Background: an optimization exercise with open tools, aiming at small area, a short achievable clock period and few clock cycles. Do not read the settings as production practice. RTL that was checked went through simulation tests only; none was proved equivalent to the original.

==> yarrow: inputs <==
Design ce_update, start of the top module:
module ce_update (
    input  wire         clk,
    input  wire         rst,
    input  wire         start,
    output reg          done,
    input  wire [1:0]   law,
    input  wire [1:0]   nbq,
    input  wire [15:0]  e,
    input  wire [255:0] s_in,
    input  wire [16:0]  umod,
    input  wire [15:0]  tco,
    input  wire [7:0]   tref,
    input  wire [7:0]   t,
    input  wire [7:0]   damp,
    input  wire         dith_en,
    input  wire         wd,
    input  wire         ho,
    input  wire [17:0]  ff,
    input  wire [17:0]  lr,
    input  wire [639:0] coef,
    input  wire [15:0]  kph,
    input  wire [15:0]  gout,
    input  wire [31:0]  rgout,
    input  wire [15:0]  kb,
    input  wire [16:0]  win,
    output wire [255:0] s_out,
    output reg  [31:0]  w,
    output reg  [16:0]  ul,
    output reg  [16:0]  ucmd,
    output reg  [7:0]   dh
);
export LEC_CHECK = 0
export ABC_AREA = 1
export CAP_MARGIN = 35
export CORE_MARGIN = 2
export CORE_UTILIZATION = 30
export PLACE_DENSITY = 0.5
export SLEW_MARGIN = 20
export SYNTH_HIERARCHICAL = 1
create_clock -name core_clock -period 18.0 [get_ports {clk}]
standard.sh (not shown) runs the stock make flow with config.mk's settings and CLKGATE_MAP_FILE= SYNTH_SCRIPT=/design/flow/synth_recipe.tcl, a recipe that flattens the netlist after the stock synthesis.
==> flow/flow/run.sh <==
#!/bin/bash
# The standard flow (standard.sh: unchanged synthesis, floorplan, placement,
# CTS, routing) with a larger setup-repair target (SETUP_SLACK_MARGIN), so that
# repair_timing keeps improving the paths that set the achieved period.
# Port buffers use the smallest buffer cell.  The SDC is not changed.
set -eo pipefail
export BUFFER_PORTS_ARGS="-buffer_cell sky130_fd_sc_hd__buf_1"
SETUP_SLACK_MARGIN=11 bash standard.sh > standard.log 2>&1
==> inputs of pepper, as changes to yarrow <==
--- a/flow/design.v
+++ b/flow/design.v
@@ -34,18 +34,18 @@
                      ST_BQ   = 3'd2,    
                      ST_T1   = 3'd3,    
                      ST_T1R  = 3'd4,    
                      ST_DU   = 3'd5,    
                      ST_T2   = 3'd6,    
                      ST_T3   = 3'd7;    
-    localparam [2:0] P_ACC = 3'd0, P_RND = 3'd1, P_R23 = 3'd2, P_R31 = 3'd3,
+    localparam [2:0] P_ACC = 3'd0, P_RND = 3'd1, P_R23 = 3'd2, P_R22 = 3'd3,
                      P_ZERO = 3'd4, P_BASE = 3'd5;
     localparam [2:0] A_COEF = 3'd0, A_WBYP = 3'd1, A_WREG = 3'd2, A_R28 = 3'd3,
                      A_KPH = 3'd4, A_RGOUT = 3'd5, A_DW = 3'd6;
     localparam [3:0] B_X = 4'd0, B_S = 4'd1, B_V = 4'd2, B_Y = 4'd3, B_WREG = 4'd4,
-                     B_DU = 4'd5, B_GOUT = 4'd6, B_KB = 4'd7;
+                     B_DU = 4'd5, B_GOUT = 4'd6, B_E = 4'd7, B_KB = 4'd8;
     reg  [2:0]  st;
     reg  [2:0]  k;
     reg  [1:0]  sec;
     reg  [1:0]  law_r, nbq_r;
     reg  [32:0] opa, opa2;
     reg  [16:0] b_one, b_two, b_neg;
@@ -73,13 +73,13 @@
     wire [66:0] mac = mac_s + mac_c;
     always @(*) begin
         case (psel_r)
             P_ACC:   pre = acc;
             P_RND:   pre = 67'd1 << 27;
             P_R23:   pre = 67'd1 << 23;
-            P_R31:   pre = 67'd1 << 31;
+            P_R22:   pre = 67'd1 << 22;
             P_BASE:  pre = {{20{v_r[31]}}, v_r, 15'd0};    
             default: pre = 67'd0;
         endcase
     end
     wire m_1 = (b_one[0] & opa[0]) ^ b_neg[0];
     wire m_2 = ((b_one[0] & opa[1]) | (b_two[0] & opa[0])) ^ b_neg[0];
@@ -1945,67 +1945,70 @@
     wire m_1862, m_1863;
     csa_fa m_u1863 (.a(~m_611), .b(pre[66]), .c(m_1729), .s(m_1862), .co(m_1863));
     assign mac_s = {m_1862, m_1860, m_1858, m_1856, m_1854, m_1852, m_1850, m_1848, m_1846, m_1844, m_1842, m_1840, m_1838, m_1836, m_1834, m_1832, m_1830, m_1828, m_1826, m_1824, m_1822, m_1820, m_1818, m_1816, m_1814, m_1812, m_1810, m_1808, m_1806, m_1804, m_1802, m_1800, m_1798, m_1796, m_1794, m_1792, m_1790, m_1788, m_1786, m_1784, m_1782, m_1780, m_1778, m_1776, m_1774, m_1772, m_1770, m_1768, m_1766, m_1764, m_1762, m_1760, m_1758, m_1756, m_1754, m_1752, m_1750, m_1748, m_1746, m_1744, m_1742, m_1740, m_1738, m_1736, m_1734, m_1732, pre[0]};
     assign mac_c = {m_1861, m_1859, m_1857, m_1855, m_1853, m_1851, m_1849, m_1847, m_1845, m_1843, m_1841, m_1839, m_1837, m_1835, m_1833, m_1831, m_1829, m_1827, m_1825, m_1823, m_1821, m_1819, m_1817, m_1815, m_1813, m_1811, m_1809, m_1807, m_1805, m_1803, m_1801, m_1799, m_1797, m_1795, m_1793, m_1791, m_1789, m_1787, m_1785, m_1783, m_1781, m_1779, m_1777, m_1775, m_1773, m_1771, m_1769, m_1767, m_1765, m_1763, m_1761, m_1759, m_1757, m_1755, m_1753, m_1751, m_1749, m_1747, m_1745, m_1743, m_1741, m_1739, m_1737, m_1735, m_1733, m_1731, m_1730};
     wire        r28_sat = ~(&acc[66:59] | ~|acc[66:59]);
     wire [31:0] r28 = r28_sat ? (acc[66] ? 32'h80000000 : 32'h7fffffff) : acc[59:28];
-    wire [2:0]  sidx = (st == ST_BQ) ? {sec, k[1]} : k;
-    wire [31:0] s_sel = sw[sidx];
     reg  [31:0] sadd_r;
     always @(posedge clk)
-        sadd_r <= s_sel;
+        sadd_r <= sw[{sec, k[1]}];
     wire [32:0] ysum_w = {r28[31], r28} + {sadd_r[31], sadd_r};
     wire [31:0] ysum = (ysum_w[32] != ysum_w[31]) ? (ysum_w[32] ? 32'h80000000 : 32'h7fffffff)
                                                   : ysum_w[31:0];
     reg  signed [19:0] k_r;               
     reg  [16:0] lo_r, hi_r;
     wire signed [24:0] uu = $signed(acc[47:24]) + k_r;
-    wire        below = uu < $signed({8'd0, lo_r});
-    wire        above = uu > $signed({8'd0, hi_r});
-    wire [16:0] lim = below ? lo_r : hi_r;
-    wire signed [24:0] dlim = $signed({8'd0, lim}) - uu;
+    wire signed [25:0] d1 = $signed({9'd0, lo_r}) - uu;
+    wire signed [25:0] d2 = $signed({9'd0, hi_r}) - uu;
+    wire        below = ~d1[25];            
+    wire        above = d2[25];             
     wire [16:0] ul_n = below ? lo_r : above ? hi_r : uu[16:0];
-    wire [24:0] du = (below | above) ? dlim : 25'd0;
-    wire signed [18:0] ud = $signed({2'b00, ul_n}) + (wd ? $signed({11'd0, damp}) : -$signed({11'd0, damp}));
+    wire [24:0] du = below ? d1[24:0] : above ? d2[24:0] : 25'd0;
+    reg  signed [8:0] dmp_r;              
+    always @(posedge clk)
+        dmp_r <= wd ? $signed({1'b0, damp}) : -$signed({1'b0, damp});
+    wire signed [18:0] ud = $signed({2'b00, ul_n}) + dmp_r;
     wire [16:0] ucmd_n = !dith_en ? ul_n : ud[18] ? 17'd0 : ud[17] ? 17'h1ffff : ud[16:0];
-    wire signed [9:0] dq = acc[41:32];
+    wire signed [9:0] dq = acc[32:23];
     wire [7:0] dh_n = !ho ? 8'd0 : (dq > 10'sd102) ? 8'd102 : (dq < -10'sd102) ? 8'h9a : dq[7:0];
     wire        h_sat = ~(&acc[66:46] | ~|acc[66:46]);
     wire [31:0] hist = h_sat ? (acc[66] ? 32'h80000000 : 32'h7fffffff) : acc[46:15];
     wire [2:0]  hword = (law_r == 2'd0) ? 3'd2 : law2 ? {nbq_r, 1'b0} : 3'd3;
     generate
         for (gi = 0; gi < 8; gi = gi + 1) begin : g_sout
             assign s_out[32*gi +: 32] = (hword == gi) ? hist : s_r[gi];
         end
     endgenerate
     wire [9:0]  dt = {{2{t[7]}}, t} - {{2{tref[7]}}, tref};
     reg  [9:0]  dt_r;
+    reg  [15:0] tco_r;
     reg  [2:0]  mcnt;
     reg  [16:0] phi;                  
-    reg  [1:0]  plow;                 
+    reg  [9:0]  plow;                 
     wire [10:0] dtx = {dt_r, 1'b0};
     wire [2:0]  dg = dtx[2*mcnt +: 3];
     wire        d_one = dg[1] ^ dg[0];
     wire        d_two = (dg[2] & ~dg[1] & ~dg[0]) | (~dg[2] & dg[1] & dg[0]);
-    wire [17:0] d_mag = d_two ? {tco[15], tco, 1'b0} : d_one ? {{2{tco[15]}}, tco} : 18'd0;
+    wire [17:0] d_mag = d_two ? {tco_r[15], tco_r, 1'b0} : d_one ? {{2{tco_r[15]}}, tco_r} : 18'd0;
     wire [18:0] d_term = {d_mag[17] ^ dg[2], d_mag ^ {18{dg[2]}}};
     wire [18:0] d_acc = (mcnt == 3'd0) ? 19'd0 : {{2{phi[16]}}, phi};
     wire [18:0] d_um = (mcnt == 3'd4) ? {2'b00, umod} : 19'd0;
     wire [18:0] d_sum = d_acc + d_term + d_um + {18'd0, dg[2]};
-    wire [18:0] mt_raw = {phi, plow};
+    wire [18:0] mt_raw = {phi, plow[9:8]};
     wire [16:0] mt = mt_raw[18] ? 17'd0 : mt_raw[17] ? 17'h1ffff : mt_raw[16:0];
     wire [17:0] mlo = {1'b0, mt} - {1'b0, win};
     wire [17:0] mhi = {1'b0, mt} + {1'b0, win};
     always @(posedge clk) begin
         if (st == ST_IDLE) begin
             dt_r  <= dt;
+            tco_r <= tco;
             mcnt  <= 3'd0;
         end else if (mcnt != 3'd5) begin
             mcnt <= mcnt + 3'd1;
             phi  <= d_sum[18:2];
-            plow <= d_sum[1:0];
+            plow <= {d_sum[1:0], plow[9:2]};
         end
         k_r  <= $signed({3'd0, mt}) + $signed({{2{ff[17]}}, ff}) + $signed({{2{lr[17]}}, lr});
         lo_r <= mlo[17] ? 17'd0 : mlo[16:0];
         hi_r <= mhi[17] ? 17'h1ffff : mhi[16:0];
     end
     reg  [2:0]  asel;
@@ -2062,20 +2065,20 @@
                 if (!law2 && r28_sat) begin
                     asel = A_R28;
                     bsel = B_GOUT;
                     psel = P_R23;
                 end else begin
                     asel = A_KPH;
-                    bsel = B_X;
-                    psel = P_R31;
+                    bsel = B_E;
+                    psel = P_R22;
                 end
             end
             ST_T1R: begin
                 asel = A_KPH;
-                bsel = B_X;
-                psel = P_R31;
+                bsel = B_E;
+                psel = P_R22;
             end
             ST_DU: begin
                 asel = A_RGOUT;
                 bsel = B_DU;
                 psel = P_ZERO;
             end
@@ -2102,18 +2105,19 @@
     end
     wire [31:0] v_sel = (sec == 2'd0) ? x : v_r;
     reg  [32:0] b_n;
     always @(*) begin
         case (bsel)
             B_X:     b_n = {x[31], x};
-            B_S:     b_n = {s_sel[31], s_sel};
+            B_S:     b_n = {sw[k][31], sw[k]};
             B_V:     b_n = {v_sel[31], v_sel};
             B_Y:     b_n = {ysum[31], ysum};
             B_WREG:  b_n = {w[31], w};
             B_DU:    b_n = {{8{du[24]}}, du};
-            default: b_n = {17'd0, gout};
+            B_GOUT:  b_n = {17'd0, gout};
+            default: b_n = {{17{e[15]}}, e};
         endcase
     end
     wire [36:0] bx = (bsel == B_KB) ? {2'b00, kb, 2'b00, kb, 1'b0}
                                     : {{3{b_n[32]}}, b_n, 1'b0};
     integer j;
     always @(posedge clk) begin
@@ -2158,14 +2162,12 @@
             ST_BQ: begin
                 k <= kn;
                 if (k == 3'd1)
                     w <= ysum;
                 if (k == 3'd3)
                     s_r[{sec, 1'b0}] <= ysum;
-                if (k == 3'd3 && sec == nbq_r)
-                    v_r <= ysum;                  
                 if (k == 3'd0 && sec != 2'd0)
                     s_r[{sec - 2'd1, 1'b1}] <= r28;
                 if (k == 3'd4) begin
                     k <= 3'd0;
                     if (sec != nbq_r) begin
                         sec <= sec + 2'd1;
@@ -2173,23 +2175,22 @@
                     end
                 end
             end
             ST_T1: begin
                 if (law2)
                     s_r[{nbq_r, 1'b1}] <= r28;
-                else begin
-                    w   <= r28;
-                    v_r <= r28;
-                end
+                else
+                    w <= r28;
             end
             ST_DU: begin
                 ul   <= ul_n;
                 ucmd <= ucmd_n;
             end
             ST_T2: begin
                 dh  <= dh_n;
+                v_r <= law2 ? s_r[{nbq_r, 1'b0}] : w;
             end
             ST_T3: begin
                 if (law_r == 2'd0) begin
                     s_r[0] <= x;
                     s_r[1] <= sw[0];
                     s_r[3] <= sw[2];
==> flow/flow/run.sh (replaced) <==
#!/bin/bash
# The standard flow (standard.sh: unchanged synthesis, floorplan, placement,
# CTS, routing), run in two parts:
#  - up to CTS with a larger setup-repair target (SETUP_SLACK_MARGIN), so that
#    repair_timing keeps improving the paths that set the achieved period;
#  - global/detailed routing and finish with the default repair settings.
# Port buffers use the smallest buffer cell.  The SDC is not changed.
set -eo pipefail
export BUFFER_PORTS_ARGS="-buffer_cell sky130_fd_sc_hd__buf_1"
SETUP_SLACK_MARGIN=11 bash standard.sh cts > standard_to_cts.log 2>&1
bash standard.sh > standard_finish.log 2>&1
==> flow/config.mk (replaced) <==
export PLATFORM = sky130hd
export DESIGN_NAME = ce_update
export DESIGN_NICKNAME = ce_update
export VERILOG_FILES = /design/flow/design.v
export SDC_FILE = /design/flow/constraint.sdc
export NUM_CORES = 8
export LEC_CHECK = 0
export ABC_AREA = 1
export CAP_MARGIN = 20
export CORE_MARGIN = 2
export CORE_UTILIZATION = 30
export PLACE_DENSITY = 0.5
export SLEW_MARGIN = 20
export SYNTH_HIERARCHICAL = 1
==> summary.txt <==
Status
  – Status: finished clean

Floorplanning
  – Die width: slightly above 500 um

Final layout
  – Antenna fix cells: 109
  – P&R area growth vs syn: 23.69%
  – Fill cells: 27470
  – Register area: 16640 um^2

Synth
  – Mapped Cells: 10470

GRT
  – First-pass GRT wire length: 838.7 mm

Timing
  – Final Critical Period: 7.041 ns
  – Peak Freq: between 100 and 150 MHz

Clock network
  – Postcts setup bufs: 90

Worst setup path
  – CP Capture Type: output port

Place
  – Area post-placement: 86170 um^2
The numbers above come from yarrow.

==> summary.txt <==
Status
  – Status: finished clean

Synth
  – Mapped Cells: 10520

Place
  – Area post-placement: a little under 90000 um^2

Timing
  – Final Critical Period: 7.343 ns
  – Peak Freq: 136.2 MHz

Worst setup path
  – Critical path destination: opa2[4]
  – CP Capture Type: flip-flop

Final layout
  – Register area: 17320 um^2
  – P&R area growth vs syn: 17.57%
  – Antenna fix cells: 216

Clock network
  – Postcts setup bufs: 58
The numbers above come from pepper.

Testbench counts of pepper, summed over its fixed seeds: cycles 29,468.
The RTL of yarrow was laid out without a check of its function.

-- separate check: timing with driven ports --
In the flow no input, the clock included, has a driving cell. The finished layouts below were timed again as built, in two steps.
Step 1 assumes that a clkbuf_16 drives the clock port and a buf_2 every other input.
Step 2, shift: input delay + t, output delay - t, t = (earliest + latest rising clock arrival at the registers) / 2. This alone moves slack from input paths to output paths.
Three values: ideal ports, drivers, drivers and shift; two values: the first two.
| run | t (ns) | setup slack, ns | worst register clock-pin slew, ns | worst data-port slew with drivers (ns) |
|---|---|---|---|---|
| yarrow | 0.869 | 10.959 / 10.847 / 10.407 | 0.07 / 0.07 | 0.31 |
| pepper | 0.860 | 10.657 / 10.657 / 10.543 | 0.07 / 0.07 | 0.58 |
After both steps every run listed still meets setup and hold. For yarrow, which loses most, drivers alone change the setup slack by -0.112 ns; drivers and shift together by -0.552 ns.
